Background: an optimization exercise with open tools, aiming at small area, a short achievable clock period and few clock cycles. Do not read the settings as production practice. The RTL was checked by simulation tests, not by an equivalence proof against the original design. Power and IR drop assume default switching activity.

==> design/flow/design.v <==
module bale_decoder (
    input  wire        clk,
    input  wire        rst,
    input  wire        in_valid,
    output wire        in_ready,
    input  wire [7:0]  in_data,
    input  wire        in_last,
    output reg         out_valid,
    input  wire        out_ready,
    output reg  [7:0]  out_data,
    output reg         done,
    output reg         bad,
    output reg         crc_fail,
    output wire [31:0] label
);
    localparam [3:0] S_HDR   = 4'd0,
                     S_TAG   = 4'd1,
                     S_EXT0  = 4'd2,
                     S_EXT1  = 4'd3,
                     S_DATA  = 4'd4,    
                     S_DELTA = 4'd5,
                     S_PAD   = 4'd6,
                     S_TRL   = 4'd7,
                     S_DISC  = 4'd8,    
                     S_FIN   = 4'd9;    
    localparam [9:0] H_HDR   = 10'b0000000001,
                     H_TAG   = 10'b0000000010,
                     H_EXT0  = 10'b0000000100,
                     H_EXT1  = 10'b0000001000,
                     H_DATA  = 10'b0000010000,
                     H_DELTA = 10'b0000100000,
                     H_PAD   = 10'b0001000000,
                     H_TRL   = 10'b0010000000,
                     H_DISC  = 10'b0100000000,
                     H_FIN   = 10'b1000000000;
    localparam [31:0] CRC_RESIDUE = 32'hB798B438;
    reg [9:0]  st;
    reg [3:0]  hcnt;           
    reg        form;           
    reg        fmt_err;
    reg        szbad;          
    reg [16:0] crem;           
    reg [16:0] brem;           
    reg [31:0] label_r;
    reg [3:0]  pos9;           
    reg        tdelta;         
    reg        x64;            
    reg [15:0] trem;           
    reg [1:0]  fidx;           
    reg        tz;             
    reg        dchk;           
    reg [17:0] dx;             
    reg        dxv;
    reg [4:0]  dw;             
    reg [24:0] ib;             
    reg [4:0]  ibcnt;          
    reg [5:0]  ib1;            
    reg [6:0]  ib2;            
    reg [35:0] hist;
    reg [4:0]  pend;           
    reg        p_le4;          
    reg        p_z;            
    reg [31:0] crc;
    assign label = label_r;
    reg    vpend;
    wire   crc_err  = (crc != CRC_RESIDUE);
    function [31:0] crc32c_byte;
        input [31:0] c;
        input [7:0]  b;
        integer k;
        reg [31:0] x;
        begin
            x = c ^ {24'd0, b};
            for (k = 0; k < 8; k = k + 1)
                x = x[0] ? ((x >> 1) ^ 32'h82F63B78) : (x >> 1);
            crc32c_byte = x;
        end
    endfunction
    reg [7:0] obyte;
    always @(*) begin
        case (pend[3:0])
            4'd4:    obyte = hist[35:28];
            4'd5:    obyte = hist[33:26];
            4'd6:    obyte = hist[31:24];
            4'd7:    obyte = hist[29:22];
            4'd8:    obyte = hist[27:20];
            4'd9:    obyte = hist[25:18];
            4'd10:   obyte = hist[23:16];
            4'd11:   obyte = hist[21:14];
            4'd12:   obyte = hist[19:12];
            4'd13:   obyte = hist[17:10];
            4'd14:   obyte = hist[15:8];
            4'd15:   obyte = hist[13:6];
            default: obyte = hist[11:4];
        endcase
    end
    wire       xfer   = (pend >= 5'd4) && (!out_valid || out_ready);
    wire [4:0] pend_a  = xfer ? pend - 5'd4 : pend;
    wire [4:0] pend_up = pend + 5'd4;
    wire        flast = tz && (fidx == 2'd3);    
    wire        live  = (!st[S_DISC]) && (!st[S_FIN]);
    wire        fadd  = dxv && live && (pend <= 5'd7);
    reg         fcomp;
    wire [4:0]  pend_fc = fadd ? pend + 5'd9 : pend;
    integer i;
    reg  [17:0] dmask;
    always @(*) begin
        for (i = 0; i < 18; i = i + 1)
            dmask[i] = (i <= dw);
    end
    wire [17:0] dlo   = ib[17:0] & dmask;
    wire        dsign = ib[dw];
    wire [17:0] dxn   = dsign ? (dlo | ~dmask) : dlo;
    wire [17:0] field = hist[17:0] + dx;
    wire [24:0] ib_sh   = (ib >> dw) >> 1;
    reg accept;
    assign in_ready = accept;
    wire fire = in_valid && accept;
    wire last = fire && in_last;
    wire bz   = (brem == 17'd0);
    wire size_bad = ({1'b0, brem} > ({1'b0, crem | 17'd3} + 18'd1));
    reg  hbad;
    always @(*) begin
        case (hcnt)
            4'd0:  hbad = (in_data != 8'h42);
            4'd1:  hbad = (in_data != 8'h5A);
            4'd2:  hbad = (in_data != 8'h01);
            4'd3:  hbad = (in_data[7:1] != 7'd0);
            4'd6:  hbad = (in_data[7:1] != 7'd0) || (in_data[0] && (crem[15:0] != 16'd0));
            4'd7:  hbad = (in_data != 8'd0);
            4'd10: hbad = (in_data[7:1] != 7'd0);
            4'd11: hbad = (in_data != 8'd0);
            4'd12: hbad = szbad;
            default: hbad = 1'b0;
        endcase
    end
    reg [9:0] nstate;
    reg       fault;
    reg       dfault;      
    reg       fin_ok;      
    wire      lit_end  = form ? (tz && !x64) : (brem == 17'd1);
    wire [9:0] after_body = (hcnt[1:0] == 2'd3) ? H_TRL : H_PAD;   
    wire      tag_bad  = (in_data[7:6] == 2'b01) || (in_data[7:6] == 2'b11) ||
                         ((in_data[7:6] == 2'b10) &&
                          (in_data[5] || (in_data[4:0] > 5'd17) || (pos9 != 4'd0)));
    wire      cshort   = (crem < 17'd9);
    wire [16:0] crem_m1 = crem - 17'd1;
    wire [16:0] crem_m9 = crem - 17'd9;
    always @(*) begin
        nstate = st;
        fault  = 1'b0;
        dfault = 1'b0;
        fin_ok = 1'b0;
        case (1'b1)
            st[S_HDR]: if (fire) begin
                dfault = hbad;
                if (hcnt == 4'd15)
                    nstate = bz ? H_TRL : (form ? H_TAG : H_DATA);
            end
            st[S_TAG]: if (fire) begin
                dfault = tag_bad;
                if (in_data[7] || (in_data[5:0] == 6'd63)) nstate = H_EXT0;
                else                                       nstate = H_DATA;
            end
            st[S_EXT0]: if (fire) begin
                fault  = bz;
                nstate = H_EXT1;
            end
            st[S_EXT1]: if (fire) begin
                fault  = bz;
                nstate = tdelta ? H_DELTA : H_DATA;
            end
            st[S_DATA]: if (fire) begin
                fault = bz || (crem == 17'd0);
                if (lit_end)
                    nstate = (brem == 17'd1) ? after_body : H_TAG;
            end
            st[S_DELTA]: begin
                if (fire && bz) fault = 1'b1;
                if (fcomp) begin
                    if (fidx == 2'd0 && cshort) fault = 1'b1;
                    if (flast) begin
                        nstate = !bz ? H_TAG : ((hcnt[1:0] == 2'd0) ? H_TRL : H_PAD);
                    end
                end
            end
            st[S_PAD]: if (fire) begin
                dfault = (in_data != 8'd0);
                if (hcnt[1:0] == 2'd3) nstate = H_TRL;
            end
            st[S_TRL]: if (fire) begin
                if (hcnt[1:0] == 2'd3) begin
                    fault  = !in_last;
                    fin_ok = in_last;
                end
            end
            st[S_DISC]: if (last) nstate = H_FIN;
            st[S_FIN]:  if (pend == 5'd0 && !out_valid) nstate = H_HDR;
            default: nstate = H_HDR;
        endcase
    end
    wire ubad  = dchk && (ib != 25'd0);
    reg  dfault_q;
    reg [4:0] pend_n;
    always @(*) begin
        if (st[S_DISC] || st[S_FIN])
            pend_n = (pend_a < 5'd4) ? 5'd0 : pend_a;
        else if (fire && st[S_DATA])
            pend_n = xfer ? pend : pend_up;
        else
            pend_n = xfer ? pend_fc - 5'd4 : pend_fc;
    end
    wire abort = (fault || dfault_q || ubad || (last && !fin_ok)) && !st[S_DISC] && !st[S_FIN];
    wire [9:0] st_n  = abort ? (last ? H_FIN : H_DISC) : (fin_ok ? H_HDR : nstate);
    wire       dxv_n = !live ? 1'b0 : (fcomp ? 1'b1 : (fadd ? 1'b0 : dxv));
    wire       ld    = fire && st[S_DELTA];
    wire [5:0] c1    = fcomp ? ib2[5:0] : ib1;
    wire [5:0] ib1_n = st[S_EXT1] ? {1'b1, ~dw} : (ld ? c1 + 6'd8 : c1);
    wire [4:0] cs    = fcomp ? ib1[4:0] : ibcnt;
    wire [6:0] c2    = fcomp ? ib2 + {2'b11, ~dw} : ib2;
    wire [4:0] ibcnt_n = st[S_EXT1] ? 5'd0 : (ld ? cs + 5'd8 : cs);
    wire [6:0] ib2_n   = st[S_EXT1] ? {1'b1, ~dw, 1'b0} : (ld ? c2 + 7'd8 : c2);
    wire [1:0] fidx_n  = st[S_EXT1] ? 2'd0 : (fcomp ? fidx + 2'd1 : fidx);
    reg        tz_n;
    always @(*) begin
        tz_n = tz;
        if (st[S_TAG] && fire)       tz_n = (in_data[5:0] == 6'd0);
        else if (st[S_EXT0] && fire) tz_n = (in_data == 8'd0);
        else if (st[S_EXT1] && fire) tz_n = (in_data == 8'd0) && (trem[7:0] == 8'd0);
        else if (st[S_DATA] && fire) tz_n = !tz && (trem == 16'd1);
        else if (fcomp && fidx == 2'd3) tz_n = (trem == 16'd1);
    end
    wire flast_n = tz_n && (fidx_n == 2'd3);
    wire dload_n = ((ibcnt_n[4] == 1'b0) || (ibcnt_n[3:1] == 3'd0)) &&    
                   (ib1_n[5] || (ib2_n[6] && !flast_n));
    wire ovalid_n = xfer || (out_valid && !out_ready);
    wire p_le4_n  = (pend_n <= 5'd4);
    wire p_z_n    = (pend_n == 5'd0);
    reg  accept_n;
    always @(*) begin
        case (1'b1)
            st_n[S_HDR], st_n[S_TAG], st_n[S_EXT0], st_n[S_EXT1], st_n[S_PAD], st_n[S_DISC]: accept_n = 1'b1;
            st_n[S_DATA]:  accept_n = p_le4_n && !dxv_n;
            st_n[S_DELTA]: accept_n = dload_n;
            st_n[S_TRL]:   accept_n = p_z_n && !dxv_n && !ovalid_n;
            default: accept_n = 1'b0;
        endcase
    end
    always @(posedge clk) begin
        if (rst) begin
            st        <= H_HDR;
            hcnt      <= 4'd0;
            pend      <= 5'd0;
            p_le4     <= 1'b1;
            p_z       <= 1'b1;
            out_valid <= 1'b0;
            done      <= 1'b0;
            fmt_err   <= 1'b0;
            dchk      <= 1'b0;
            dfault_q  <= 1'b0;
            vpend     <= 1'b0;
            dxv       <= 1'b0;
            fcomp     <= 1'b0;
            accept    <= 1'b1;
        end else begin
            dxv   <= dxv_n;
            st    <= st_n;
            fcomp <= st_n[S_DELTA] && !ib1_n[5] && (!dxv_n || (pend_n <= 5'd7));
            pend  <= pend_n;
            p_le4 <= p_le4_n;
            p_z   <= p_z_n;
            accept <= accept_n;
            out_valid <= ovalid_n;
            if (last || (st[S_FIN]))
                hcnt <= 4'd0;
            else if (fire)
                hcnt <= hcnt + 4'd1;
            vpend <= fin_ok;
            done  <= vpend || (st[S_FIN] && nstate[S_HDR]);
            dchk <= fcomp && flast;
            dfault_q <= dfault;
            if (st[S_HDR] && fire && hcnt == 4'd0)
                fmt_err <= fault || last;        
            else if (abort)
                fmt_err <= 1'b1;
            else if (fin_ok && crem != 17'd0)    
                fmt_err <= 1'b1;
        end
    end
    always @(posedge clk) begin
        bad      <= fmt_err || !vpend || crc_err;
        crc_fail <= !fmt_err && vpend && crc_err;
        szbad    <= size_bad;
        if (xfer)
            out_data <= obyte;
        if (st[S_HDR])
            crc <= 32'hFFFFFFFF;
        else if ((out_valid && out_ready) || (fire && st[S_TRL]))
            crc <= crc32c_byte(crc, out_valid ? out_data : in_data);
        if (fcomp)
            dx <= dxn;
        if (fadd)
            hist <= {field, hist[35:18]};
        else if (fire && (st[S_HDR] || st[S_DATA]))
            hist <= {(st[S_DATA]) ? in_data : 8'd0, hist[35:8]};
        if (st[S_HDR] && fire) begin
            case (hcnt)
                4'd3:  form          <= in_data[0];
                4'd12: label_r[7:0]  <= in_data;
                4'd13: label_r[15:8] <= in_data;
                4'd14: label_r[23:16]<= in_data;
                4'd15: label_r[31:24]<= in_data;
                default: ;
            endcase
        end
        if (st[S_HDR]) begin
            if (fire) begin
                if (hcnt == 4'd4) crem[7:0]  <= in_data;
                if (hcnt == 4'd5) crem[15:8] <= in_data;
                if (hcnt == 4'd6) crem[16]   <= in_data[0];
            end
        end else if (fcomp && fidx == 2'd0)
            crem <= crem_m9;
        else if (fire && st[S_DATA])
            crem <= crem_m1;
        if (st[S_HDR]) begin
            if (fire) begin
                if (hcnt == 4'd8)  brem[7:0]  <= in_data;
                if (hcnt == 4'd9)  brem[15:8] <= in_data;
                if (hcnt == 4'd10) brem[16]   <= in_data[0];
            end
        end else if (fire && (st[S_TAG] || st[S_EXT0] || st[S_EXT1] ||
                              st[S_DATA] || st[S_DELTA]))
            brem <= brem - 17'd1;
        if (st[S_HDR])
            pos9 <= 4'd0;
        else if (fire && st[S_DATA])
            pos9 <= (pos9 == 4'd8) ? 4'd0 : pos9 + 4'd1;
        if (st[S_TAG] && fire) begin
            tdelta <= in_data[7];
            dw     <= in_data[4:0];
            x64    <= !in_data[7] && (in_data[5:0] == 6'd63);
            trem   <= {10'd0, in_data[5:0]};
            tz     <= (in_data[5:0] == 6'd0);
        end
        if (st[S_EXT0] && fire) begin
            trem[7:0] <= in_data;
            tz        <= (in_data == 8'd0);     
        end
        if (st[S_EXT1] && fire) begin
            trem[15:8] <= in_data;
            tz         <= (in_data == 8'd0) && (trem[7:0] == 8'd0);
        end
        if (st[S_DATA] && fire) begin
            if (tz) begin
                trem <= 16'd62;
                tz   <= 1'b0;
                x64  <= 1'b0;
            end else begin
                trem <= trem - 16'd1;
                tz   <= (trem == 16'd1);
            end
        end
        if (fcomp) begin
            fidx <= fidx + 2'd1;
            if (fidx == 2'd3) begin
                trem <= trem - 16'd1;
                tz   <= (trem == 16'd1);
            end
        end
        if (st[S_EXT1]) begin
            fidx  <= 2'd0;
            ib    <= 25'd0;
            ibcnt <= ibcnt_n;
            ib1   <= ib1_n;                   
            ib2   <= ib2_n;                   
        end else begin : ibupd
            reg [24:0] is;
            reg [24:0] ibn;
            is  = fcomp ? ib_sh : ib;
            ibn = ld ? (is | ({17'd0, in_data} << cs)) : is;
            ib    <= ibn;
            ibcnt <= ibcnt_n;
            ib1   <= ib1_n;
            ib2   <= ib2_n;
        end
    end
endmodule
==> design/flow/flow/run.sh <==
#!/bin/bash
# The standard layout (standard.sh: standard synthesis through finish),
# with the port buffers that placement inserts on every input and output
# made plain sky130 buf_2 cells instead of the slower delay-buffer cell the
# resizer picks by default, and the setup repair aimed 6 ns above the
# clock period's slack. Make's full output goes to standard.log here; each
# ORFS step also keeps its own log under orfs/logs.
set -euo pipefail
export BUFFER_PORTS_ARGS="-buffer_cell sky130_fd_sc_hd__buf_2"
export SETUP_SLACK_MARGIN=6
bash standard.sh > standard.log 2>&1
==> design/flow/standard.sh <==
#!/bin/bash
# synth_recipe.tcl (not shown) runs the flow's synth.tcl, then flattens the netlist and writes it again
# the make line also repeats each setting of config.mk as NAME=value (left out here)
make -C /OpenROAD-flow-scripts/flow DESIGN_CONFIG=/design/flow/config.mk WORK_HOME=/design/flow/orfs CLKGATE_MAP_FILE= SYNTH_SCRIPT=/design/flow/synth_recipe.tcl "${@:-finish}"
==> design/flow/config.mk <==
export PLATFORM = sky130hd
export DESIGN_NAME = bale_decoder
export DESIGN_NICKNAME = bale_decoder
export VERILOG_FILES = /design/flow/design.v
export SDC_FILE = /design/flow/constraint.sdc
export NUM_CORES = 4
export LEC_CHECK = 0
export CAP_MARGIN = 20
export CORE_MARGIN = 2
export CORE_UTILIZATION = 50
export CTS_BUF_LIST = sky130_fd_sc_hd__clkbuf_8 sky130_fd_sc_hd__clkbuf_16
export SLEW_MARGIN = 20
export TNS_END_PERCENT = 0
==> design/flow/constraint.sdc <==
create_clock -name core_clock -period 9.0 [get_ports {clk}]
set_input_delay 1.8000 -clock core_clock [delete_from_list [all_inputs] [get_ports {clk}]]
set_output_delay 1.8000 -clock core_clock [all_outputs]
set_load 0.01 [all_outputs]
==> run_results.csv, run 1 <==
group,metric,value,unit
critical_path,worstPathArrival,3.71,ns
critical_path,path_class,"in2reg",
finish,drive_above_1_share,15.77,%
placement,post-place-cells,2322,
finish,final_cell_mix,"nor2_1, nand2_1, edfxtp_1, a21oi_1, dfxtp_1",
route,wl_per_cell,21.18,µm
critical_path,slowest_delay,0.56,ns
route,drc_errors,0,
clocking,clock_latency,0.59,ns
timing,fin_crit,3.264,ns
placement,gp_congestion,0.9201,
grt,grt_pass1_wl,79.47,mm
pwr,power_density,258.1,mW/mm²
finish,nets,2023,
worst_hold_path,min_path_type,"reg2reg",
critical_path,path_buf_inv,1,
finish,postLayoutCellArea,0.01984,mm²
timing,tns,0,ns
critical_path,endpoint_kind,"register",
finish,areaGrowthSynthToFinish,12.91,%
finish,fillers,3084,
placement,port_buffers,57,
timing,finalCritPeriodShare,36.27,%
route,first_pass_iters,9,
floorplanning,rows,68,
clocking,cts_buffer_depth,3,
finish,layout_commonest_cell,"nor2_1",
clocking,clkTransAtPathRegs,0.06,ns
grt,grtUsageTotal,27.45,%
yosys,synth_cells,1928,
yosys,synth_nets,2009,
pwr,ir_drop,0.0002269,V
timing,drv_slew,0,
timing,final-setup-viol-count,0,
yosys,yosys_warnings,1,
finish,register_area,0.006715,mm²
route,drt-initial-drc-count,1412,
clocking,htree_levels,1,
grt,grt_antenna_before_repair,1,
route,ant_nets,0,
grt,grt_max_degree,81,
pwr,leakagePower,7.266,nW
placement,dpl_cell_area,0.01807,mm²
timing,fin_skew,0.01911,ns
critical_path,path_cells,"buf_12 -> or4_4 -> o311a_4 -> nor4_4 -> a32o_2 -> a311oi_2 -> o31a_1 -> a211oi_2 -> o211ai_1",
yosys,synth_seq_area_share,38.16,%
clocking,cts_root_buf,"clkbuf_16",
floorplanning,io-pin-count,58,
route,totalWireLength,51.29,mm
floorplanning,dieArea,0.03667,mm²
clocking,cts_num_sinks,265,
finish,layout.cells.non_filler,2422,
floorplanning,core,0.03454,mm²
floorplanning,die_h,191.5,µm
clocking,cts_hold_buf,0,
timing,tightest_slew,1.101,ns
yosys,synth_ff_type,"edfxtp_1",
grt,grt_pass1_vias,14160,
clocking,cts_buffers,30,
timing,clock.fmax,306.4,MHz
route,vias,15170,
critical_path,crit_required,9.45,ns
floorplanning,die_x,191.5,µm
grt,overflow,0,
route,via_per_inst,6.263,
timing,finalHoldViolations,0,
clocking,cts_tree,"done",
critical_path,crit_fanout,18,
finish,multi_input_area,0.01051,mm²
critical_path,crit_family,"compound AO/OA/AOI/OAI gates",
yosys,synth_area,0.01758,mm²
run_status,outcome,"finished clean",
finish,final_util,57.45,%
floorplanning,initial_utilization,50.88,%
yosys,ys_types,84,
yosys,syn_avg_cell_area,9.116,µm²
timing,rsz0062_at_grt,"true",
pwr,p_total,5.122,mW
yosys,synth_seq_cells,265,
timing,relSlewSlack,25.95,%
critical_path,cpMaxStageDelayCell,"or4_4",
critical_path,critPathLaunchType,"primary input",
yosys,synth-edff-count,140,
run,drv_cap,0,
placement,dp_hpwl,35.22,mm
yosys,async_flop_share,0,%
==> registers in the layout (all words and copies together), names as in the netlist, 2 cells and up, named ones only <==
| name | cells |
|---|---|
| crem | 17 |
| out_data | 8 |
| hcnt | 4 |
| brem | 17 |
| trem | 16 |
| fidx | 2 |
| st | 10 |
| crc | 32 |
| label_r | 32 |
| dx | 18 |
| dw | 5 |
| pos9 | 4 |
| ib | 25 |
| ib2 | 6 |
| ib1 | 6 |
| ibcnt | 5 |
| pend | 5 |
| hist | 36 |
==> kinds of logic after synthesis <==
kind of cell    Yosys count  synth area share (%)
compound gates          517                 19.35
buf+inv                 178                 4.044
xor+xnor                161                 9.233
mux                     127                 7.859
flops                   265                 38.16
simple gates            612                 16.43
fa+ha+maj                68                 4.926
==> cell usage after synthesis, types with 49 or more instances <==
cell | n | area [µm²]
nand3_1 | 53 | 265.3
nand2_1 | 173 | 649.4
ha_1 | 66 | 825.8
a21oi_1 | 140 | 700.7
o21ai_0 | 105 | 525.5
clkbuf_1 | 104 | 390.4
mux2i_1 | 77 | 770.7
xnor2_1 | 92 | 805.8
nor3_1 | 50 | 250.2
xor2_1 | 49 | 429.2
dfxtp_1 | 125 | 2502
edfxtp_1 | 140 | 4204
nor2_1 | 177 | 664.4
==> per-stage QoR <==
step,worst slack (ns),hold WS (ns)
2_1_floorplan,5.409,0.3873
3_3_place_gp,4.665,0.4144
3_5_place_dp,4.602,0.4230
4_1_cts,5.704,0.4406
5_1_grt,5.673,0.4646
6_report,5.736,0.4331
==> area by class of cell <==
class,instances,share of cell area [%]
multi-input cells,1485,52.98
flip-flops and latches,265,33.84
repair buffers,112,4.313
clock buffers,32,3.979
well taps,455,2.869
inverters,48,1.009
clock inverters,24,0.9962
diodes,1,0.01261
==> what timing repair did <==
| action | in CTS | in global routing |
|---|---|---|
| endpoints found under the setup margin | 134 | 131 |
| pin swaps | 14 | 10 |
| resized for setup | 58 | 43 |
| setup buffers | 23 | 18 |
| gates cloned | 0 | 2 |
| endpoints found under the hold margin | 0 | 0 |
==> final timing paths <==
kind / startpoint / end / slack, ns / depth (start not counted)
setup / recovery: in_data[4] / accept / 5.74 / 9
hold / removal: vpend / bad / 0.43 / 1
setup reg to reg: dw[0] / accept / 5.84 / 13
hold reg to reg: vpend / bad / 0.43 / 1
==> layer usage <==
metal  GRT usage, %  vias to the layer above  part of all wire, %
met3          4.571                      107                  6.7
met4          8.757                        0                  3.4
met2          43.96                      579                   46
met1          37.82                     7288                   44
li1               -                     7194                    -
met5              0                        -                    0
==> power breakdown <==
part | internal, mW | switching [mW] | total, mW
clock | 0.694 | 0.533 | 1.23
combinational | 1.02 | 1.19 | 2.21
sequential | 1.46 | 0.228 | 1.69
Testbench counts, summed over its fixed seeds: cycles 122,630.
==> run 2, diff against run 1 <==
==> design/flow/flow/run.sh (replaced) <==
#!/bin/bash
# The standard layout (standard.sh: standard synthesis through finish),
# with the port buffers that placement inserts on every input and output
# made plain sky130 buf_2 cells instead of the slower delay-buffer cell the
# resizer picks by default, and the setup repair aimed 7 ns above the
# clock period's slack. Make's full output goes to standard.log here; each
# ORFS step also keeps its own log under orfs/logs.
set -euo pipefail
export BUFFER_PORTS_ARGS="-buffer_cell sky130_fd_sc_hd__buf_2"
export SETUP_SLACK_MARGIN=7
bash standard.sh > standard.log 2>&1
--- a/design/flow/config.mk
+++ b/design/flow/config.mk
@@ -9,5 +9,5 @@
 export CORE_MARGIN = 2
 export CORE_UTILIZATION = 50
-export CTS_BUF_LIST = sky130_fd_sc_hd__clkbuf_8 sky130_fd_sc_hd__clkbuf_16
+export CTS_BUF_LIST = sky130_fd_sc_hd__clkbuf_8
 export SLEW_MARGIN = 20
 export TNS_END_PERCENT = 0
==> run_results.csv, run 2 <==
group,metric,value,unit
run_status,outcome,"finished clean",
yosys,synth.most_common_cell,"nor2_1",
floorplanning,core,0.03454,mm²
worst_hold_path,hp-start,"vpend",
grt,grt_pass1_vias,14390,
critical_path,endpoint_kind,"register",
clocking,htree_levels,2,
critical_path,path_class,"in2reg",
pwr,ir_drop,0.0002900,V
critical_path,crit_fanout,18,
critical_path,critPathLaunchType,"primary input",
route,wl_per_cell,21.19,µm
finish,drive_above_1_share,16.68,%
timing,final-setup-viol-count,0,
timing,finalHoldViolations,0,
finish,reg_top3,"hist (36), crc (32), label_r (32)",
yosys,synth_cells,1928,
clocking,cts_buffers,48,
timing,finalWorstSetupSlack,5.809,ns
pwr,power_density,256.6,mW/mm²
worst_hold_path,min_path_type,"reg2reg",
clocking,clock_latency,0.63,ns
clocking,cts_tree,"done",
yosys,synth_area,0.01758,mm²
yosys,synth-edff-count,140,
route,totalWireLength,52.07,mm
floorplanning,io-pin-count,58,
yosys,syn_avg_cell_area,9.116,µm²
route,ant_nets,0,
floorplanning,rows,68,
finish,areaGrowthSynthToFinish,13.37,%
timing,relSlewSlack,25.50,%
yosys,async_flop_share,0,%
finish,top_register,"hist",
placement,port_buffers,57,
timing,fin_skew,0.02878,ns
yosys,synth_top_area_share,23.92,%
timing,holdWs,0.4333,ns
yosys,synth_area_leader_cell,"edfxtp_1",
floorplanning,dieArea,0.03667,mm²
route,vias,15430,
critical_path,slowest_delay,0.56,ns
critical_path,crit_start,"in_data[4]",
floorplanning,initial_utilization,50.88,%
grt,grt_max_degree,81,
critical_path,path_cells,"buf_12 -> or4_4 -> o311a_4 -> nor4_4 -> a32o_2 -> a311oi_2 -> o31a_1 -> a211oi_2 -> o211ai_1",
yosys,yosys_warnings,1,
timing,finalCritPeriodShare,35.46,%
floorplanning,die_x,191.5,µm
route,first_pass_iters,9,
route,drt-initial-drc-count,1381,
grt,grtUsageTotal,27.91,%
yosys,synth_ff_type,"edfxtp_1",
timing,tns,0,ns
finish,largest_reg_flops,36,
floorplanning,die_h,191.5,µm
finish,n_antenna_cell,0,
yosys,synth_commonest_cells,"nor2_1, nand2_1, a21oi_1, edfxtp_1, dfxtp_1",
clocking,cts_num_sinks,265,
timing,clock.fmax,313.3,MHz
yosys,synth_seq_area_share,38.16,%
clocking,clkTransAtPathRegs,0.06,ns
placement,gp_congestion,0.9201,
clocking,cts_buffer_depth,3,
critical_path,timing.rr.start,"dw[0]",
placement,dp_slack,4.602,ns
timing,fin_crit,3.191,ns
grt,grt_pass1_wl,80.54,mm
critical_path,worstPathArrival,3.70,ns
timing,rsz0062_at_grt,"true",
pwr,leakagePower,7.357,nW
grt,overflow,0,
critical_path,cpMaxStageDelayCell,"or4_4",
route,via_per_inst,6.278,
yosys,synth_nets,2009,
pwr,p_total,5.112,mW
finish,nets,2044,
route,drc_errors,0,
yosys,synth_seq_cells,265,
yosys,synth_area_leaders,"edfxtp_1, dfxtp_1, ha_1",
clocking,cts_root_buf,"clkbuf_8",
yosys,ys_types,84,
finish,final_cell_mix,"nor2_1, nand2_1, a21oi_1, edfxtp_1, dfxtp_1",
finish,layout_commonest_cell,"nor2_1",
grt,grt_antenna_before_repair,0,
timing,drv_slew,0,
run,drv_cap,0,
critical_path,crit_required,9.51,ns
timing,tightest_slew,1.116,ns
placement,dp_hpwl,35.22,mm
run 2: cell types whose count changed in the layout (fill, tap and decap cells not counted), moves of 3 or more:
cell / delta
buf_4: +3
bufinv_16: +3
clkbuf_16: -30
clkbuf_8: +48
clkinv_1: +10
clkinv_2: +4
clkinvlp_4: -5
dfxtp_2: -3
dfxtp_4: +3
inv_1: +8
run 2: cells by family (layout without fill, tap and decap cells):
| logic type | after synthesis | in the layout | synth area share [%] |
|---|---|---|---|
| simple gates | 612 | 612 | 16.43 |
| flops | 265 | 265 | 38.16 |
| mux | 127 | 127 | 7.859 |
| fa+ha+maj | 68 | 68 | 4.926 |
| compound gates | 517 | 517 | 19.35 |
| buf+inv | 178 | 252 | 4.044 |
| xor+xnor | 161 | 161 | 9.233 |
run 2: metal layers:
metal	vias up	GRT usage (%)	routed length [µm]
met2	603	45.00	24030
met4	0	8.462	1476
met1	7467	38.09	23000
met5	-	0	0
met3	112	5.085	3558
li1	7243	-	-
run 2: path summary, 6_finish.rpt:
check | to | slack, ns | cells past startpoint
max | accept | 5.81 | 9
min | bad | 0.43 | 1
max reg2reg | accept | 5.92 | 13
min reg2reg | bad | 0.43 | 1
run 2: timing repair:
item	in CTS	in global routing
gates cloned	0	3
setup endpoints to repair	376	374
pin swaps	14	11
gates resized for setup	63	52
buffers inserted	20	23
hold buffers	0	0
run 2: where the power goes:
group | leakage, nW | total (mW) | switching, mW | internal [mW]
Clock | 0.535 | 1.20 | 0.542 | 0.654
Combinational | 4.49 | 2.22 | 1.19 | 1.03
Sequential | 2.33 | 1.69 | 0.229 | 1.46
run 2: per-stage QoR:
step / util, % / cell area, µm² / instances
final: 57.68 / 19930 / 2457
after global routing: 57.68 / 19930 / 2457
after CTS: 56.31 / 19450 / 2431
after detailed placement: 52.31 / 18070 / 2322
after global placement: 52.31 / 18070 / 2322
after floorplan: - / 17660 / 1928
run 2: area by class of cell:
cell class	instances	area [µm²]
fillers	3146	14620
multi-input cells	1485	10560
flip-flops and latches	265	6723
repair buffers	115	888.4
clock buffers	49	674.4
well taps	455	569.3
clock inverters	40	305.3
inverters	48	203.9
run 2: critical path, delay by kind of cell:
| kind | cells | cell delay, ns |
|---|---|---|
| buf+inv | 1 | 0.14 |
| compound gates | 6 | 1.00 |
| simple gates | 2 | 0.73 |
==> run 3, diff against run 2 <==
--- a/design/flow/design.v
+++ b/design/flow/design.v
@@ -119,5 +119,6 @@
     wire last = fire && in_last;
     wire bz   = (brem == 17'd0);
-    wire size_bad = ({1'b0, brem} > ({1'b0, crem | 17'd3} + 18'd1));
+    wire [15:0] szd      = crem[16:2] - brem[16:2];    
+    wire        size_bad = szd[15] && !((brem[1:0] == 2'd0) && (szd == 16'hFFFF));
     reg  hbad;
     always @(*) begin
==> design/flow/flow/run.sh (replaced) <==
#!/bin/bash
# The standard layout (standard.sh: standard synthesis through finish),
# with the port buffers that placement inserts on every input and output
# made plain sky130 buf_2 cells instead of the slower delay-buffer cell the
# resizer picks by default, and the setup repair aimed 6 ns above the
# clock period's slack. Make's full output goes to standard.log here; each
# ORFS step also keeps its own log under orfs/logs.
set -euo pipefail
export BUFFER_PORTS_ARGS="-buffer_cell sky130_fd_sc_hd__buf_2"
export SETUP_SLACK_MARGIN=6
bash standard.sh > standard.log 2>&1
==> run_results.csv, run 3 <==
group,metric,value,unit
yosys,synth_area_leaders,"edfxtp_1, dfxtp_1, xnor2_1",
yosys,synth_top_area_share,23.97,%
critical_path,crit_fanout,13,
clocking,htree_levels,2,
placement,port_buffers,57,
critical_path,path_cells,"buf_2 -> and3_4 -> o311ai_1 -> a211oi_1 -> a21o_1 -> nand3_1 -> o31ai_1 -> a31oi_1 -> o211ai_1",
clocking,cts_buffers,47,
floorplanning,dieArea,0.03659,mm²
clocking,cts_tree,"done",
yosys,async_flop_share,0,%
yosys,synth-edff-count,140,
route,via_per_inst,6.262,
grt,grt_pass1_vias,14530,
route,drt-initial-drc-count,1493,
yosys,synth_seq_area_share,38.24,%
critical_path,path_class,"in2reg",
pwr,p_total,5.520,mW
critical_path,critPathLaunchType,"primary input",
pwr,leakagePower,7.433,nW
finish,drive_above_1_share,18.26,%
clocking,cts_root_buf,"clkbuf_8",
route,wl_per_cell,21.71,µm
clocking,cts_hold_buf,0,
timing,relSlewSlack,35.20,%
finish,top_register,"hist",
run,drv_cap,0,
critical_path,crit_required,9.53,ns
pwr,ir_drop,0.0002124,V
finish,nets,2055,
worst_hold_path,min_path_type,"reg2reg",
yosys,yosys_warnings,1,
critical_path,path_buf_inv,1,
yosys,ys_types,89,
yosys,syn_avg_cell_area,9.102,µm²
yosys,synth_area_leader_cell,"edfxtp_1",
route,vias,15470,
timing,fin_crit,3.272,ns
timing,finalHoldViolations,0,
yosys,synth_nets,2006,
route,ant_nets,0,
timing,clock.fmax,305.7,MHz
timing,drv_slew,0,
pwr,power_density,273.4,mW/mm²
critical_path,slowest_delay,0.37,ns
yosys,synth_area,0.01754,mm²
route,drc_errors,0,
grt,grtUsageTotal,28.52,%
finish,largest_reg_flops,36,
yosys,synth.most_common_cell,"nand2_1",
grt,grt_max_degree,69,
clocking,clkTransAtPathRegs,0.07,ns
grt,overflow,0,
finish,layout_commonest_cell,"nand2_1",
floorplanning,die_x,191.3,µm
placement,gp_congestion,0.9237,
route,first_pass_iters,9,
floorplanning,initial_utilization,50.78,%
timing,final-setup-viol-count,0,
yosys,synth_cells,1927,
clocking,cts_buffer_depth,3,
clocking,cts_num_sinks,265,
finish,reg_top3,"hist (36), crc (32), label_r (32)",
yosys,synth_commonest_cells,"nand2_1, nor2_1, edfxtp_1",
finish,areaGrowthSynthToFinish,15.13,%
critical_path,endpoint_kind,"register",
floorplanning,die_h,191.3,µm
yosys,synth_ff_type,"edfxtp_1",
timing,finalCritPeriodShare,36.35,%
critical_path,worstPathArrival,3.80,ns
grt,grt_antenna_before_repair,3,
floorplanning,core,0.03454,mm²
floorplanning,rows,68,
grt,grt_pass1_wl,82.07,mm
critical_path,crit_family,"compound AO/OA/AOI/OAI gates",
yosys,synth_seq_cells,265,
clocking,clock_latency,0.63,ns
floorplanning,io-pin-count,58,
timing,tightest_slew,0.9449,ns
run_status,outcome,"finished clean",
placement,dp_hpwl,35.65,mm
finish,final_cell_mix,"nand2_1, nor2_1, edfxtp_1, o21ai_0, dfxtp_1",
timing,rsz0062_at_grt,"true",
route,totalWireLength,53.64,mm
timing,tns,0,ns
timing,fin_skew,0.02005,ns
critical_path,cpMaxStageDelayCell,"and3_4",
[run 3: metal layers]
layer  vias up  part of all wire (%)  global-route usage, %
met2       638                    47                  46.15
met1      7455                    44                  39.08
li1       7248                     -                      -
met5         -                     0                      0
met3       133                   6.7                  4.021
met4         0                   3.1                  9.882
[run 3: final timing paths]
| kind | slack (ns) | cells after the start | end | from |
|---|---|---|---|---|
| max | 5.73 | 9 | accept | in_valid |
| min | 0.42 | 1 | bad | vpend |
| max reg2reg | 5.88 | 14 | accept | pend[3] |
| min reg2reg | 0.42 | 1 | bad | vpend |
[run 3: layout make-up]
class	count	area, µm²
diodes	1	2.502
clock buffers	50	688.2
clock inverters	38	355.3
fillers	3095	14350
inverters	65	260.3
multi-input cells	1474	10640
flip-flops and latches	265	6721
well taps	455	569.3
repair buffers	122	953.4
repair inverters	1	5.005
[run 3: report_power, final]
part	internal [mW]	leakage, nW	switching (mW)
combinational	1.13	4.56	1.36
clock	0.720	0.561	0.556
sequential	1.50	2.31	0.253
[run 3: through the flow]
step | setup WS (ns) | hold slack, ns | std cells | util [%] | cell area [µm²]
2_1_floorplan | 5.357 | 0.3873 | 1927 | - | 17580
3_3_place_gp | 4.691 | 0.4166 | 2328 | 52.27 | 18060
3_5_place_dp | 4.560 | 0.4198 | 2328 | 52.27 | 18060
4_1_cts | 5.814 | 0.4302 | 2443 | 56.85 | 19640
5_1_grt | 5.677 | 0.4419 | 2470 | 58.45 | 20190
6_report | 5.728 | 0.4189 | 2471 | 58.46 | 20190
[run 3: logic make-up after synthesis]
group / after synthesis / synth area share, %
flops: 265 / 38.24
simple gates: 609 / 16.85
xor+xnor: 156 / 8.361
fa+ha+maj: 67 / 4.894
buf+inv: 189 / 4.180
compound gates: 514 / 19.24
mux: 127 / 8.239
[run 3: worst reg2reg max path, delay by kind of cell (launching register included)]
kind | cells | cell delay, ns
buffers and inverters | 1 | 0.13
xor gates and xnor gates | 1 | 0.13
and+or+nand+nor | 3 | 0.43
DFF | 1 | 0.45
adders and majority gates | 2 | 0.53
AOI/OAI and AO/OA | 7 | 1.36
[run 3: repair_timing]
item                       4_1_cts  5_1_grt
buffers inserted                26       24
cloned                           1        2
resized for setup               80       59
hold endpoints to repair         0        0
setup endpoints to repair      199      103
pin swaps                       17       15
Testbench counts of run 3, summed over its fixed seeds: cycles 122,630.
==> run 4, diff against run 3 <==
--- a/design/flow/design.v
+++ b/design/flow/design.v
@@ -119,6 +119,5 @@
     wire last = fire && in_last;
     wire bz   = (brem == 17'd0);
-    wire [15:0] szd      = crem[16:2] - brem[16:2];    
-    wire        size_bad = szd[15] && !((brem[1:0] == 2'd0) && (szd == 16'hFFFF));
+    wire size_bad = ({1'b0, brem} > ({1'b0, crem | 17'd3} + 18'd1));
     reg  hbad;
     always @(*) begin
@@ -232,7 +231,11 @@
         else if (fcomp && fidx == 2'd3) tz_n = (trem == 16'd1);
     end
-    wire flast_n = tz_n && (fidx_n == 2'd3);
-    wire dload_n = ((ibcnt_n[4] == 1'b0) || (ibcnt_n[3:1] == 3'd0)) &&    
-                   (ib1_n[5] || (ib2_n[6] && !flast_n));
+    wire       fl_s = ((fcomp && fidx == 2'd3) ? (trem == 16'd1) : tz) && (fidx_n == 2'd3);
+    wire [4:0] cs8  = cs + 5'd8;
+    wire [5:0] c18  = c1 + 6'd8;
+    wire [6:0] c28  = c2 + 7'd8;
+    wire dl0 = ((cs[4]  == 1'b0) || (cs[3:1]  == 3'd0)) && (c1[5]  || (c2[6]  && !fl_s));
+    wire dl1 = ((cs8[4] == 1'b0) || (cs8[3:1] == 3'd0)) && (c18[5] || (c28[6] && !fl_s));
+    wire dload_n = st[S_EXT1] ? 1'b1 : (ld ? dl1 : dl0);
     wire ovalid_n = xfer || (out_valid && !out_ready);
     wire p_le4_n  = (pend_n <= 5'd4);
==> run_results.csv, run 4 <==
group,metric,value,unit
timing,relSlewSlack,37.91,%
timing,fin_crit,3.433,ns
finish,layout_commonest_cell,"nand2_1",
route,ant_nets,0,
timing,rsz0062_at_grt,"true",
floorplanning,dieArea,0.03642,mm²
timing,drv_slew,0,
route,wl_per_cell,21.31,µm
timing,tns,0,ns
finish,register_area,0.006710,mm²
timing,holdWs,0.4779,ns
finish,top_register,"hist",
yosys,synth_area_leader_cell,"edfxtp_1",
timing,clock.fmax,291.3,MHz
worst_hold_path,min_path_type,"reg2reg",
yosys,synth_nets,2043,
yosys,synth_cells,1962,
yosys,yosys_warnings,1,
run_status,outcome,"finished clean",
timing,final-setup-viol-count,0,
run,drv_cap,0,
route,vias,15320,
pwr,power_density,262.8,mW/mm²
finish,final_cell_mix,"nand2_1, nor2_1, edfxtp_1, a21oi_1, dfxtp_1",
yosys,synth_top_area_share,24.08,%
clocking,cts_buffers,49,
placement,dp_hpwl,36.73,mm
critical_path,worstPathArrival,3.92,ns
yosys,synth_commonest_cells,"nand2_1, nor2_1, edfxtp_1",
grt,grt_max_degree,88,
finish,fillers,3232,
timing,finalCritPeriodShare,38.15,%
grt,grt_pass1_vias,14810,
floorplanning,die_x,190.9,µm
yosys,synth-edff-count,140,
critical_path,endpoint_kind,"register",
yosys,synth.most_common_cell,"nand2_1",
clocking,clkTransAtPathRegs,0.06,ns
clocking,clock_latency,0.63,ns
clocking,htree_levels,2,
route,totalWireLength,52.95,mm
yosys,synth_seq_cells,265,
finish,n_antenna_cell,0,
yosys,syn_avg_cell_area,8.897,µm²
placement,port_buffers,57,
critical_path,crit_fanout,8,
route,via_per_inst,6.163,
floorplanning,rows,68,
critical_path,crit_required,9.48,ns
pwr,leakagePower,7.399,nW
finish,nets,2070,
floorplanning,core,0.03446,mm²
floorplanning,initial_utilization,50.66,%
yosys,synth_area,0.01746,mm²
grt,grt_pass1_wl,83.19,mm
clocking,cts_num_sinks,265,
finish,layout.cells.non_filler,2485,
finish,largest_reg_flops,36,
clocking,cts_root_buf,"clkbuf_8",
finish,drive_above_1_share,12.76,%
placement,post-place-cells,2365,
yosys,ys_types,87,
timing,fin_skew,0.03969,ns
floorplanning,die_h,190.9,µm
finish,multi_input_area,0.01021,mm²
finish,reg_top3,"hist (36), crc (32), label_r (32)",
route,drt-initial-drc-count,1510,
pwr,ir_drop,0.0002282,V
yosys,synth_ff_type,"edfxtp_1",
route,drc_errors,0,
critical_path,reg2reg_slack,5.62,ns
critical_path,critPathLaunchType,"primary input",
clocking,cts_buffer_depth,3,
grt,grtUsageTotal,28.99,%
timing,tightest_slew,0.9242,ns
yosys,synth_area_leaders,"edfxtp_1, dfxtp_1, nand2_1",
yosys,async_flop_share,0,%
yosys,synth_seq_area_share,38.42,%
route,first_pass_iters,8,
clocking,cts_tree,"done",
grt,grt_antenna_before_repair,0,
timing,finalHoldViolations,0,
floorplanning,io-pin-count,58,
grt,overflow,0,
critical_path,path_class,"in2reg",
finish,areaGrowthSynthToFinish,11.14,%
clocking,cts_hold_buf,0,
placement,gp_congestion,0.9198,
==> run 4: cell types whose count changed after synthesis, moves of 10 or more <==
cell      change
nand2_1      +67
mux2_2       -27
o21ai_0      -23
a21oi_1      +15
o21ai_1      +14
inv_1        -12
or3_1        +12
a21boi_0     -11
a31oi_1      +11
nor4_1       -10
==> run 4: cells by family after synthesis <==
| logic type | count (synthesis) | share of synthesized area (%) |
|---|---|---|
| flip-flops | 265 | 38.42 |
| XOR/XNOR | 157 | 8.794 |
| adder cells (fa/ha/maj) | 69 | 5.017 |
| multiplexers | 101 | 6.594 |
| AND/OR/NAND/NOR | 676 | 18.20 |
| buffers and inverters | 183 | 3.964 |
| AO/OA/AOI/OAI | 511 | 19.02 |
==> run 4: where the power goes <==
group | switching, mW | internal, mW | total, mW
Sequential | 0.242 | 1.48 | 1.73
Combinational | 1.24 | 0.970 | 2.21
Clock | 0.541 | 0.622 | 1.16
Total | 2.02 | 3.08 | 5.10
==> run 4: routing by layer <==
| layer | routed length, µm | vias to the layer above | global-route usage, % | part of all wire, % |
|---|---|---|---|---|
| met3 | 3267 | 103 | 3.957 | 6.2 |
| met4 | 1496 | 0 | 11.06 | 2.8 |
| met5 | 0 | - | 0 | 0 |
| met2 | 25340 | 553 | 47.77 | 48 |
| li1 | - | 7284 | - | - |
| met1 | 22850 | 7375 | 38.66 | 43 |
==> run 4: through the flow <==
stage	worst slack (ns)	area, µm²	power [mW]	utilization [%]
floorplan	5.276	17470	3.314	-
global route	5.489	19400	5.416	56.30
detailed placement	4.552	18010	3.798	52.26
global placement	4.656	18010	3.780	52.26
finish	5.567	19400	5.098	56.30
CTS	5.646	19270	5.103	55.93
==> run 4: cell type report <==
type,count,area share [%]
Inverter,54,1.103
Clock inverter,33,0.8577
Timing Repair Buffer,104,3.670
Tap cell,455,2.934
Multi-Input combinational cell,1514,52.64
Timing Repair inverter,1,0.02580
Sequential cell,265,34.59
Clock buffer,59,4.185
==> run 4: final timing paths <==
check / start / endpoint / cells after the start
worst min register to register: vpend / bad / 1
worst max-delay path: in_data[1] / dfault_q / 10
worst max register to register: dw[0] / accept / 13
worst min-delay path: vpend / bad / 1
==> run 4: worst max-delay path, stage by stage <==
cell      delay (ns)
buf_6           0.10
buf_12          0.13
or4_4           0.48
or3_4           0.40
nor3_4          0.27
nor3b_2         0.08
a31oi_1         0.16
a21oi_1         0.08
o311ai_1        0.32
a21oi_1         0.10
==> run 4: timing repair <==
item / 4_1_cts / 5_1_grt
resized for setup: 30 / 15
pin swaps: 8 / 7
gates cloned: 1 / 0
endpoints found under the setup margin: 90 / 140
setup buffers: 18 / 9
Testbench counts of run 4, summed over its fixed seeds: cycles 122,630.
==> run 5, diff against run 4 <==
--- a/design/flow/config.mk
+++ b/design/flow/config.mk
@@ -8,5 +8,5 @@
 export CAP_MARGIN = 20
 export CORE_MARGIN = 2
-export CORE_UTILIZATION = 50
+export CORE_UTILIZATION = 40
 export CTS_BUF_LIST = sky130_fd_sc_hd__clkbuf_8
 export SLEW_MARGIN = 20
==> run_results.csv, run 5 <==
group,metric,value,unit
placement,dp_slack,4.281,ns
yosys,synth_area,0.01746,mm²
finish,top_register,"hist",
clocking,cts_root_buf,"clkbuf_8",
yosys,synth_top_family_by_area,"compound AO/OA/AOI/OAI gates",
critical_path,endpoint_kind,"register",
finish,drive_above_1_share,14.16,%
finish,postLayoutCellArea,0.01990,mm²
pwr,ir_drop,0.0002355,V
grt,grtUsageTotal,23.29,%
clocking,cts_buffer_depth,3,
finish,areaGrowthSynthToFinish,14.00,%
yosys,synth-edff-count,140,
floorplanning,core,0.04308,mm²
grt,overflow,0,
yosys,ys_types,87,
timing,finalCritPeriodShare,36.11,%
route,via_per_inst,5.935,
finish,nets,2077,
critical_path,crit_family,"XOR/XNOR gates",
pwr,leakagePower,7.465,nW
floorplanning,die_x,212.9,µm
yosys,synth.mux.area_fraction,6.594,%
finish,largest_reg_flops,36,
grt,grt_antenna_before_repair,0,
yosys,syn_avg_cell_area,8.897,µm²
yosys,synth_seq_area_share,38.42,%
critical_path,critPathLaunchType,"primary input",
finish,n_antenna_cell,0,
timing,drv_slew,0,
route,drt-initial-drc-count,1665,
grt,grtUsageMet2,37.62,%
placement,port_buffers,57,
timing,finalHoldViolations,0,
finish,reg_top3,"hist (36), crc (32), label_r (32)",
finish,layout_commonest_cell,"nand2_1",
timing,relSlewSlack,30.50,%
yosys,async_flop_share,0,%
yosys,synth_commonest_cells,"nand2_1, nor2_1, edfxtp_1",
floorplanning,die_h,212.9,µm
timing,clock.fmax,307.7,MHz
timing,finalWorstSetupSlack,5.750,ns
clocking,cts_tree,"done",
route,drc_errors,0,
placement,dpl_cell_area,0.01816,mm²
grt,grt_pass1_wl,83.23,mm
placement,dp_hpwl,36.01,mm
grt,grt_pass1_vias,14790,
critical_path,path_cells,"clkbuf_4 -> mux2i_1 -> xnor2_2 -> buf_4 -> xor2_2 -> xnor2_1 -> xor2_1 -> xnor2_1 -> nor2_1 -> o21ai_1",
yosys,synth_xor_area_share,8.794,%
route,vias,15550,
yosys,yosys_warnings,1,
critical_path,path_buf_inv,2,
clocking,clock_latency,0.63,ns
yosys,synth-compound-area-share,19.02,%
clocking,htree_levels,2,
finish,final_util,46.20,%
yosys,synth_top_area_share,24.08,%
run_status,outcome,"finished clean",
finish,layout.cells.non_filler,2619,
critical_path,path_class,"in2reg",
timing,fin_crit,3.250,ns
critical_path,slowest_delay,0.31,ns
placement,gp_congestion,0.9609,
grt,met1_usage,32.26,%
grt,met3_usage,3.309,%
yosys,synth_area_leaders,"edfxtp_1, dfxtp_1, nand2_1",
route,first_pass_iters,7,
critical_path,crit_top_cell,"xnor2_1",
grt,grt_max_degree,57,
finish,final_cell_mix,"nand2_1, nor2_1, edfxtp_1, a21oi_1, dfxtp_1",
timing,tns,0,ns
clocking,cts_buffers,48,
floorplanning,io-pin-count,58,
yosys,synth_cells,1962,
clocking,cts_hold_buf,0,
route,wl_per_cell,20.39,µm
yosys,synth_ff_type,"edfxtp_1",
route,totalWireLength,53.41,mm
worst_hold_path,min_path_type,"reg2reg",
yosys,synthAdderAreaFrac,5.017,%
floorplanning,initial_utilization,40.53,%
run,drv_cap,0,
yosys,synth.most_common_cell,"nand2_1",
yosys,synth_seq_cells,265,
timing,final-setup-viol-count,0,
timing,rsz0062_at_grt,"true",
floorplanning,dieArea,0.04533,mm²
clocking,cts_num_sinks,265,
yosys,synth_nets,2043,
clocking,clkTransAtPathRegs,0.06,ns
floorplanning,rows,76,
timing,fin_skew,0.03971,ns
critical_path,cpMaxStageDelayCell,"xor2_2",
yosys,synth_area_leader_cell,"edfxtp_1",
critical_path,crit_fanout,18,
critical_path,worstPathArrival,3.74,ns
placement,post-place-cells,2494,
pwr,power_density,264.9,mW/mm²
timing,tightest_slew,1.035,ns
route,ant_nets,0,
grt,grt_busiest_layer,"met2",
yosys,synth-simple-area-share,18.20,%
critical_path,crit_required,9.49,ns
==> run 5: cell counts after synthesis <==
Identical to the previous run, type by type.
==> run 5: worst register-to-register path, cell delays in order (launching register included) <==
cell and delay [ns]:
edfxtp_1 0.50, or4_1 0.62, nor4_4 0.27, buf_4 0.21
a311oi_1 0.21, and2_1 0.24, o41ai_2 0.52, a41o_1 0.25
a31oi_1 0.09, a31oi_1 0.16
==> run 5: area by class of cell <==
class                           count  area, µm²
Clock buffer                       55      757.0
Clock inverter                     33      191.4
Fill cell                        4139      23180
Inverter                           54      224.0
Multi-Input combinational cell   1515      10420
Sequential cell                   265       6721
Tap cell                          585      732.0
Timing Repair Buffer              111      850.8
Timing Repair inverter              1      5.005
==> run 5: worst paths after layout <==
kind | depth (start not counted) | endpoint | slack (ns) | start
worst max-delay path | 10 | crc[6] | 5.75 | in_data[4]
worst min register to register | 1 | bad | 0.46 | vpend
worst min-delay path | 1 | bad | 0.46 | vpend
worst max register to register | 9 | accept | 5.85 | brem[11]
==> run 5: logic make-up (layout without fill, tap and decap cells) <==
group,Yosys count,in the layout
simple gates,676,677
xor+xnor,157,157
buf+inv,183,254
fa+ha+maj,69,69
compound gates,511,511
flops,265,265
mux,101,101
==> run 5: per-stage QoR <==
stage | hold WS, ns | power [mW]
after floorplan | 0.3873 | 3.314
after global placement | 0.4645 | 3.787
after detailed placement | 0.4685 | 3.805
after CTS | 0.4456 | 5.120
after global routing | 0.4777 | 5.571
final | 0.4611 | 5.271
==> run 5: power by group <==
part	total (mW)	leakage, nW	switching [mW]	internal, mW
combinational	2.37	4.61	1.31	1.07
sequential	1.75	2.33	0.261	1.49
clock	1.15	0.529	0.534	0.614
==> run 5: per-layer routing <==
metal,wire length (µm),up-vias
met4,1459,0
li1,-,7297
met3,3719,104
met2,24500,611
met5,0,-
met1,23740,7533
==> run 5: repair_timing <==
| item | 4_1_cts | 5_1_grt |
|---|---|---|
| pin swaps | 16 | 13 |
| setup endpoints to repair | 111 | 92 |
| cloned | 2 | 1 |
| setup buffers | 21 | 13 |
| gates resized for setup | 59 | 42 |
==> run 6, diff against run 5 <==
--- a/design/flow/design.v
+++ b/design/flow/design.v
@@ -54,5 +54,5 @@
     reg [4:0]  dw;             
     reg [24:0] ib;             
-    reg [4:0]  ibcnt;          
+    reg [4:0]  ipos;           
     reg [5:0]  ib1;            
     reg [6:0]  ib2;            
@@ -109,9 +109,9 @@
             dmask[i] = (i <= dw);
     end
-    wire [17:0] dlo   = ib[17:0] & dmask;
-    wire        dsign = ib[dw];
+    wire [24:0] iext  = ib >> ipos;    
+    wire [17:0] dlo   = iext[17:0] & dmask;
+    wire        dsign = iext[dw];
     wire [17:0] dxn   = dsign ? (dlo | ~dmask) : dlo;
     wire [17:0] field = hist[17:0] + dx;
-    wire [24:0] ib_sh   = (ib >> dw) >> 1;
     reg accept;
     assign in_ready = accept;
@@ -200,5 +200,5 @@
         endcase
     end
-    wire ubad  = dchk && (ib != 25'd0);
+    wire ubad  = dchk && (iext[7:0] != 8'd0);
     reg  dfault_q;
     reg [4:0] pend_n;
@@ -217,7 +217,7 @@
     wire [5:0] c1    = fcomp ? ib2[5:0] : ib1;
     wire [5:0] ib1_n = st[S_EXT1] ? {1'b1, ~dw} : (ld ? c1 + 6'd8 : c1);
-    wire [4:0] cs    = fcomp ? ib1[4:0] : ibcnt;
     wire [6:0] c2    = fcomp ? ib2 + {2'b11, ~dw} : ib2;
-    wire [4:0] ibcnt_n = st[S_EXT1] ? 5'd0 : (ld ? cs + 5'd8 : cs);
+    wire [4:0] pw      = fcomp ? ipos + dw + 5'd1 : ipos;
+    wire [4:0] ipos_n  = st[S_EXT1] ? 5'd25 : (ld ? pw - 5'd8 : pw);
     wire [6:0] ib2_n   = st[S_EXT1] ? {1'b1, ~dw, 1'b0} : (ld ? c2 + 7'd8 : c2);
     wire [1:0] fidx_n  = st[S_EXT1] ? 2'd0 : (fcomp ? fidx + 2'd1 : fidx);
@@ -231,11 +231,7 @@
         else if (fcomp && fidx == 2'd3) tz_n = (trem == 16'd1);
     end
-    wire       fl_s = ((fcomp && fidx == 2'd3) ? (trem == 16'd1) : tz) && (fidx_n == 2'd3);
-    wire [4:0] cs8  = cs + 5'd8;
-    wire [5:0] c18  = c1 + 6'd8;
-    wire [6:0] c28  = c2 + 7'd8;
-    wire dl0 = ((cs[4]  == 1'b0) || (cs[3:1]  == 3'd0)) && (c1[5]  || (c2[6]  && !fl_s));
-    wire dl1 = ((cs8[4] == 1'b0) || (cs8[3:1] == 3'd0)) && (c18[5] || (c28[6] && !fl_s));
-    wire dload_n = st[S_EXT1] ? 1'b1 : (ld ? dl1 : dl0);
+    wire flast_n = tz_n && (fidx_n == 2'd3);
+    wire dload_n = (ipos_n >= 5'd8) &&                                    
+                   (ib1_n[5] || (ib2_n[6] && !flast_n));
     wire ovalid_n = xfer || (out_valid && !out_ready);
     wire p_le4_n  = (pend_n <= 5'd4);
@@ -373,20 +369,11 @@
             end
         end
-        if (st[S_EXT1]) begin
-            fidx  <= 2'd0;
-            ib    <= 25'd0;
-            ibcnt <= ibcnt_n;
-            ib1   <= ib1_n;                   
-            ib2   <= ib2_n;                   
-        end else begin : ibupd
-            reg [24:0] is;
-            reg [24:0] ibn;
-            is  = fcomp ? ib_sh : ib;
-            ibn = ld ? (is | ({17'd0, in_data} << cs)) : is;
-            ib    <= ibn;
-            ibcnt <= ibcnt_n;
-            ib1   <= ib1_n;
-            ib2   <= ib2_n;
-        end
+        if (st[S_EXT1])
+            fidx <= 2'd0;
+        if (ld)
+            ib <= {in_data, ib[24:8]};
+        ipos <= ipos_n;
+        ib1  <= ib1_n;
+        ib2  <= ib2_n;
     end
 endmodule
==> run_results.csv, run 6 <==
group,metric,value,unit
run_status,outcome,"finished clean",
yosys,synth_ff_type,"edfxtp_1",
yosys,syn_avg_cell_area,9.366,µm²
route,vias,15250,
yosys,synth_xor_area_share,8.305,%
yosys,yosys_warnings,1,
yosys,synth-simple-area-share,17.26,%
clocking,htree_levels,2,
floorplanning,rows,76,
grt,grt_pass1_wl,83.01,mm
run,drv_cap,0,
floorplanning,die_x,213.0,µm
worst_hold_path,min_path_type,"reg2reg",
critical_path,crit_family,"simple AND/OR/NAND/NOR gates",
finish,largest_reg_flops,36,
route,drt-initial-drc-count,1686,
critical_path,critPathLaunchType,"primary input",
clocking,cts_tree,"done",
floorplanning,core,0.04308,mm²
placement,port_buffers,57,
finish,register_area,0.006899,mm²
finish,layout_commonest_cell,"nand2_1",
timing,clock.fmax,300.1,MHz
timing,finalCritPeriodShare,37.02,%
floorplanning,die_h,213.0,µm
finish,final_cell_mix,"nand2_1, edfxtp_1, nor2_1, a21oi_1, o21ai_0",
timing,relSlewSlack,41.21,%
grt,grtUsageTotal,23.33,%
finish,nets,2010,
critical_path,worstPathArrival,3.85,ns
timing,tightest_slew,0.8771,ns
timing,finalHoldViolations,0,
finish,fillers,4031,
critical_path,cpMaxStageDelayCell,"or4_4",
grt,grt_pass1_vias,14610,
yosys,async_flop_share,0,%
timing,final-setup-viol-count,0,
clocking,clkTransAtPathRegs,0.06,ns
critical_path,path_class,"in2reg",
yosys,synth_seq_cells,262,
finish,multi_input_area,0.01039,mm²
route,wl_per_cell,20.97,µm
timing,drv_slew,0,
grt,grt_max_degree,72,
critical_path,path_buf_inv,1,
grt,grt_antenna_before_repair,1,
finish,drive_above_1_share,18.20,%
critical_path,slowest_delay,0.41,ns
pwr,leakagePower,7.238,nW
critical_path,crit_required,9.52,ns
yosys,ys_types,87,
floorplanning,initial_utilization,40.57,%
critical_path,path_cells,"buf_8 -> nand2b_4 -> nand2_2 -> or4_4 -> a311oi_2 -> nand4bb_4 -> o211ai_1 -> or3b_4 -> o32a_1",
yosys,synth_commonest_cells,"nand2_1, edfxtp_1, nor2_1",
clocking,cts_root_buf,"clkbuf_8",
clocking,cts_buffer_depth,3,
timing,tns,0,ns
pwr,ir_drop,0.0002348,V
placement,gp_congestion,0.9000,
finish,top_register,"hist",
yosys,synth_top_area_share,27.84,%
critical_path,endpoint_kind,"register",
yosys,synth_area_leader_cell,"edfxtp_1",
finish,layout.cells.non_filler,2547,
yosys,synth-edff-count,162,
clocking,clock_latency,0.64,ns
yosys,synth_area_leaders,"edfxtp_1, dfxtp_1, ha_1",
yosys,synth-compound-area-share,18.89,%
finish,reg_top3,"hist (36), crc (32), label_r (32)",
route,totalWireLength,53.41,mm
route,first_pass_iters,7,
timing,fin_skew,0.04020,ns
yosys,synth_cells,1866,
yosys,synth_area,0.01748,mm²
yosys,synth_top_family_by_area,"compound AO/OA/AOI/OAI gates",
placement,dp_hpwl,35.70,mm
timing,fin_crit,3.332,ns
yosys,synth.mux.area_fraction,6.637,%
floorplanning,dieArea,0.04538,mm²
route,drc_errors,0,
clocking,cts_buffers,47,
route,ant_nets,0,
pwr,power_density,248.3,mW/mm²
clocking,cts_num_sinks,262,
finish,areaGrowthSynthToFinish,15.06,%
yosys,synth_nets,1952,
critical_path,crit_fanout,3,
timing,rsz0062_at_grt,"true",
placement,post-place-cells,2397,
yosys,synthAdderAreaFrac,5.412,%
clocking,cts_hold_buf,0,
pwr,p_total,4.993,mW
yosys,synth.most_common_cell,"nand2_1",
finish,n_antenna_cell,0,
yosys,synth_seq_area_share,39.29,%
floorplanning,io-pin-count,58,
route,via_per_inst,5.987,
grt,overflow,0,
==> run 6: cell types whose count changed after synthesis, moves of 13 or more <==
cell and change:
a21oi_1 -15, clkbuf_1 -13, dfxtp_1 -25, edfxtp_1 +22
mux2i_1 -36, mux4_2 +17, nand2_1 -55, nand3_1 -16
nor2_1 -19, o21ai_1 -15
==> run 6: per-stage QoR <==
step / setup WS [ns] / utilization (%) / cell area (µm²) / hold WS [ns]
global route: 5.635 / 46.68 / 20110 / 0.5267
finish: 5.668 / 46.68 / 20110 / 0.4953
CTS: 5.759 / 46.11 / 19860 / 0.4953
global placement: 4.533 / 42.09 / 18130 / 0.4794
floorplan: 4.863 / - / 17530 / 0.3873
detailed placement: 4.483 / 42.09 / 18130 / 0.4875
==> run 6: cell type report <==
cell class,count,area share (%)
flip-flops and latches,262,34.31
multi-input cells,1422,51.64
repair inverters,2,0.04978
inverters,64,1.276
repair buffers,125,4.492
clock buffers,58,3.970
clock inverters,29,0.6222
well taps,585,3.640
==> run 6: timing repair <==
action	CTS	global route
gates cloned	3	1
gates resized for setup	96	24
hold endpoints to repair	0	0
setup buffers	47	11
pin swaps	26	16
endpoints found under the setup margin	148	94
==> run 6: power breakdown <==
| group | switching (mW) | internal [mW] |
|---|---|---|
| Clock | 0.526 | 0.581 |
| Combinational | 1.19 | 1.05 |
| Sequential | 0.202 | 1.44 |
| Total | 1.92 | 3.07 |
==> run 6: worst reg2reg max path, delay by kind of cell (launching register included) <==
family | cells | cell delay [ns]
buffers and inverters | 1 | 0.19
AND/OR/NAND/NOR | 7 | 1.64
AO/OA/AOI/OAI | 3 | 0.77
flip-flops | 1 | 0.39
adder cells (fa/ha/maj) | 1 | 0.18
==> run 6: kinds of logic (layout without fill, tap and decap cells) <==
group,Yosys count,count (layout)
mux,81,81
simple gates,616,618
buf+inv,184,278
fa+ha+maj,74,74
flops,262,262
compound gates,497,497
xor+xnor,152,152
==> run 6: worst paths after layout <==
path / startpoint / endpoint / slack, ns / cells after the start
worst max-delay path: out_ready / accept / 5.67 / 9
worst min-delay path: pos9[1] / pos9[1] / 0.50 / 2
worst max register to register: st[9] / accept / 5.74 / 12
worst min register to register: pos9[1] / pos9[1] / 0.50 / 2
==> run 6: per-layer routing <==
layer  wire length, µm  global-route usage, %  up-vias
met5                13                      0        -
met4              1334                  7.596        2
met3              4158                  3.986      107
met2             23980                  36.12      684
met1             23920                  33.09     7357
li1                  -                      -     7098
Testbench counts of run 6, summed over its fixed seeds: cycles 122,630.
==> run 7, diff against run 6 <==
--- a/design/flow/config.mk
+++ b/design/flow/config.mk
@@ -8,5 +8,5 @@
 export CAP_MARGIN = 20
 export CORE_MARGIN = 2
-export CORE_UTILIZATION = 40
+export CORE_UTILIZATION = 50
 export CTS_BUF_LIST = sky130_fd_sc_hd__clkbuf_8
 export SLEW_MARGIN = 20
==> run_results.csv, run 7 <==
group,metric,value,unit
run_status,outcome,"finished clean",
timing,drv_slew,0,
timing,clock.fmax,289.9,MHz
yosys,synth-edff-count,162,
grt,grt_max_degree,50,
timing,final-setup-viol-count,0,
floorplanning,initial_utilization,50.72,%
yosys,synth.mux.area_fraction,6.637,%
worst_hold_path,min_path_type,"reg2reg",
timing,holdWs,0.4636,ns
grt,grtUsageTotal,28.86,%
clocking,htree_levels,2,
clocking,cts_tree,"done",
yosys,synth-compound-area-share,18.89,%
clocking,clkTransAtPathRegs,0.06,ns
timing,relSlewSlack,33.32,%
finish,areaGrowthSynthToFinish,15.29,%
route,drt-initial-drc-count,1567,
yosys,synth_area_leader_cell,"edfxtp_1",
timing,rsz0062_at_grt,"true",
grt,grt_pass1_vias,14290,
yosys,synth_top_family_by_area,"compound AO/OA/AOI/OAI gates",
yosys,synth_top_area_share,27.84,%
route,drc_errors,0,
route,first_pass_iters,8,
route,via_per_inst,6.355,
clocking,clock_latency,0.62,ns
route,totalWireLength,52.70,mm
pwr,leakagePower,7.316,nW
floorplanning,dieArea,0.03647,mm²
timing,tns,0,ns
critical_path,crit_required,9.50,ns
floorplanning,die_x,191.0,µm
clocking,cts_hold_buf,0,
yosys,synth_seq_area_share,39.29,%
pwr,ir_drop,0.0002484,V
run,drv_cap,0,
placement,gp_congestion,0.9060,
finish,largest_reg_flops,36,
yosys,synth_ff_type,"edfxtp_1",
critical_path,path_class,"in2reg",
yosys,yosys_warnings,1,
clocking,cts_root_buf,"clkbuf_8",
clocking,cts_buffer_depth,3,
pwr,power_density,257.6,mW/mm²
floorplanning,io-pin-count,58,
yosys,synth_cells,1866,
floorplanning,rows,68,
floorplanning,die_h,191.0,µm
finish,reg_top3,"hist (36), crc (32), label_r (32)",
grt,grt_antenna_before_repair,1,
grt,overflow,0,
timing,tightest_slew,1.000,ns
yosys,synth_area_leaders,"edfxtp_1, dfxtp_1, ha_1",
finish,drive_above_1_share,18.62,%
yosys,synthAdderAreaFrac,5.412,%
yosys,synth_commonest_cells,"nand2_1, edfxtp_1, nor2_1",
yosys,synth-simple-area-share,17.26,%
placement,port_buffers,57,
finish,fillers,3020,
finish,final_cell_mix,"nand2_1, edfxtp_1, nor2_1, a21oi_1, o21ai_0",
yosys,synth.most_common_cell,"nand2_1",
yosys,synth_seq_cells,262,
placement,dp_hpwl,34.76,mm
timing,finalCritPeriodShare,38.32,%
timing,finalHoldViolations,0,
clocking,cts_buffers,47,
finish,top_register,"hist",
pwr,p_total,5.190,mW
timing,fin_skew,0.01916,ns
floorplanning,core,0.03446,mm²
critical_path,endpoint_kind,"register",
yosys,ys_types,87,
finish,nets,2014,
route,vias,15390,
yosys,synth_area,0.01748,mm²
yosys,synth_xor_area_share,8.305,%
clocking,cts_num_sinks,262,
yosys,async_flop_share,0,%
route,ant_nets,0,
grt,grt_pass1_wl,82.48,mm
critical_path,crit_fanout,5,
finish,layout_commonest_cell,"nand2_1",
timing,fin_crit,3.449,ns
critical_path,worstPathArrival,3.95,ns
critical_path,critPathLaunchType,"primary input",
yosys,syn_avg_cell_area,9.366,µm²
route,wl_per_cell,21.76,µm
yosys,synth_nets,1952,
run 7: stage by stage:
| step | util (%) | std cells | instance area (µm²) | worst slack [ns] |
|---|---|---|---|---|
| floorplan | - | 1866 | 17530 | 4.863 |
| global route | 58.46 | 2421 | 20150 | 5.520 |
| detailed placement | 52.15 | 2268 | 17970 | 4.436 |
| global placement | 52.15 | 2268 | 17970 | 4.489 |
| CTS | 57.65 | 2413 | 19870 | 5.647 |
| finish | 58.47 | 2422 | 20150 | 5.551 |
run 7: final timing paths:
check / startpoint / endpoint / cells after the start / slack [ns]
worst max register to register: st[9] / fcomp / 19 / 5.62
worst min-delay path: fmt_err / crc_fail / 1 / 0.46
worst max-delay path: out_ready / fcomp / 16 / 5.55
worst min register to register: fmt_err / crc_fail / 1 / 0.46
run 7: timing repair:
action                     4_1_cts  5_1_grt
pin swaps                       24       13
setup buffers                   53        7
resized for setup               83       44
setup endpoints to repair      158      119
cloned                           5        1
run 7: cell families after synthesis:
| logic type | Yosys count |
|---|---|
| fa+ha+maj | 74 |
| buf+inv | 184 |
| xor+xnor | 152 |
| flops | 262 |
| compound gates | 497 |
| mux | 81 |
| simple gates | 616 |
run 7: layout make-up:
cell class	instances	area [µm²]	area share, %
multi-input cells	1422	10360	51.43
repair buffers	129	993.5	4.931
clock buffers	61	839.6	4.167
well taps	455	569.3	2.826
inverters	64	252.7	1.254
flip-flops and latches	262	6903	34.26
repair inverters	2	10.01	0.04968
diodes	1	2.502	0.01242
clock inverters	26	216.5	1.074
run 7: critical path, stage by stage:
cell	delay [ns]
buf_4	0.12
nand2b_4	0.17
nand2_4	0.06
or4_4	0.43
a311oi_4	0.35
buf_4	0.17
buf_6	0.08
buf_6	0.08
buf_6	0.08
buf_6	0.08
buf_6	0.08
buf_6	0.08
nor2_2	0.03
a21o_1	0.22
nand2_2	0.07
nor3_2	0.03
run 7: layer usage:
metal	track usage, %	wire (µm)
met1	42.20	23760
met2	43.12	23250
met3	6.095	4483
met4	7.931	1201
met5	0	0
run 7: power by group:
part	switching, mW	leakage, nW	total (mW)	internal (mW)
registers	0.183	2.32	1.62	1.44
clock network	0.543	0.582	1.27	0.723
logic	1.21	4.41	2.30	1.09
total	1.94	7.32	5.19	3.26

Re-timed with assumed drivers on the ports (clkbuf_16 on the clock, buf_2 on other inputs), run 7 has 5.562 ns of setup slack against 5.551 ns with ideal ports, and 4.897 ns once port delays also move by the mid clock arrival of 0.665 ns.
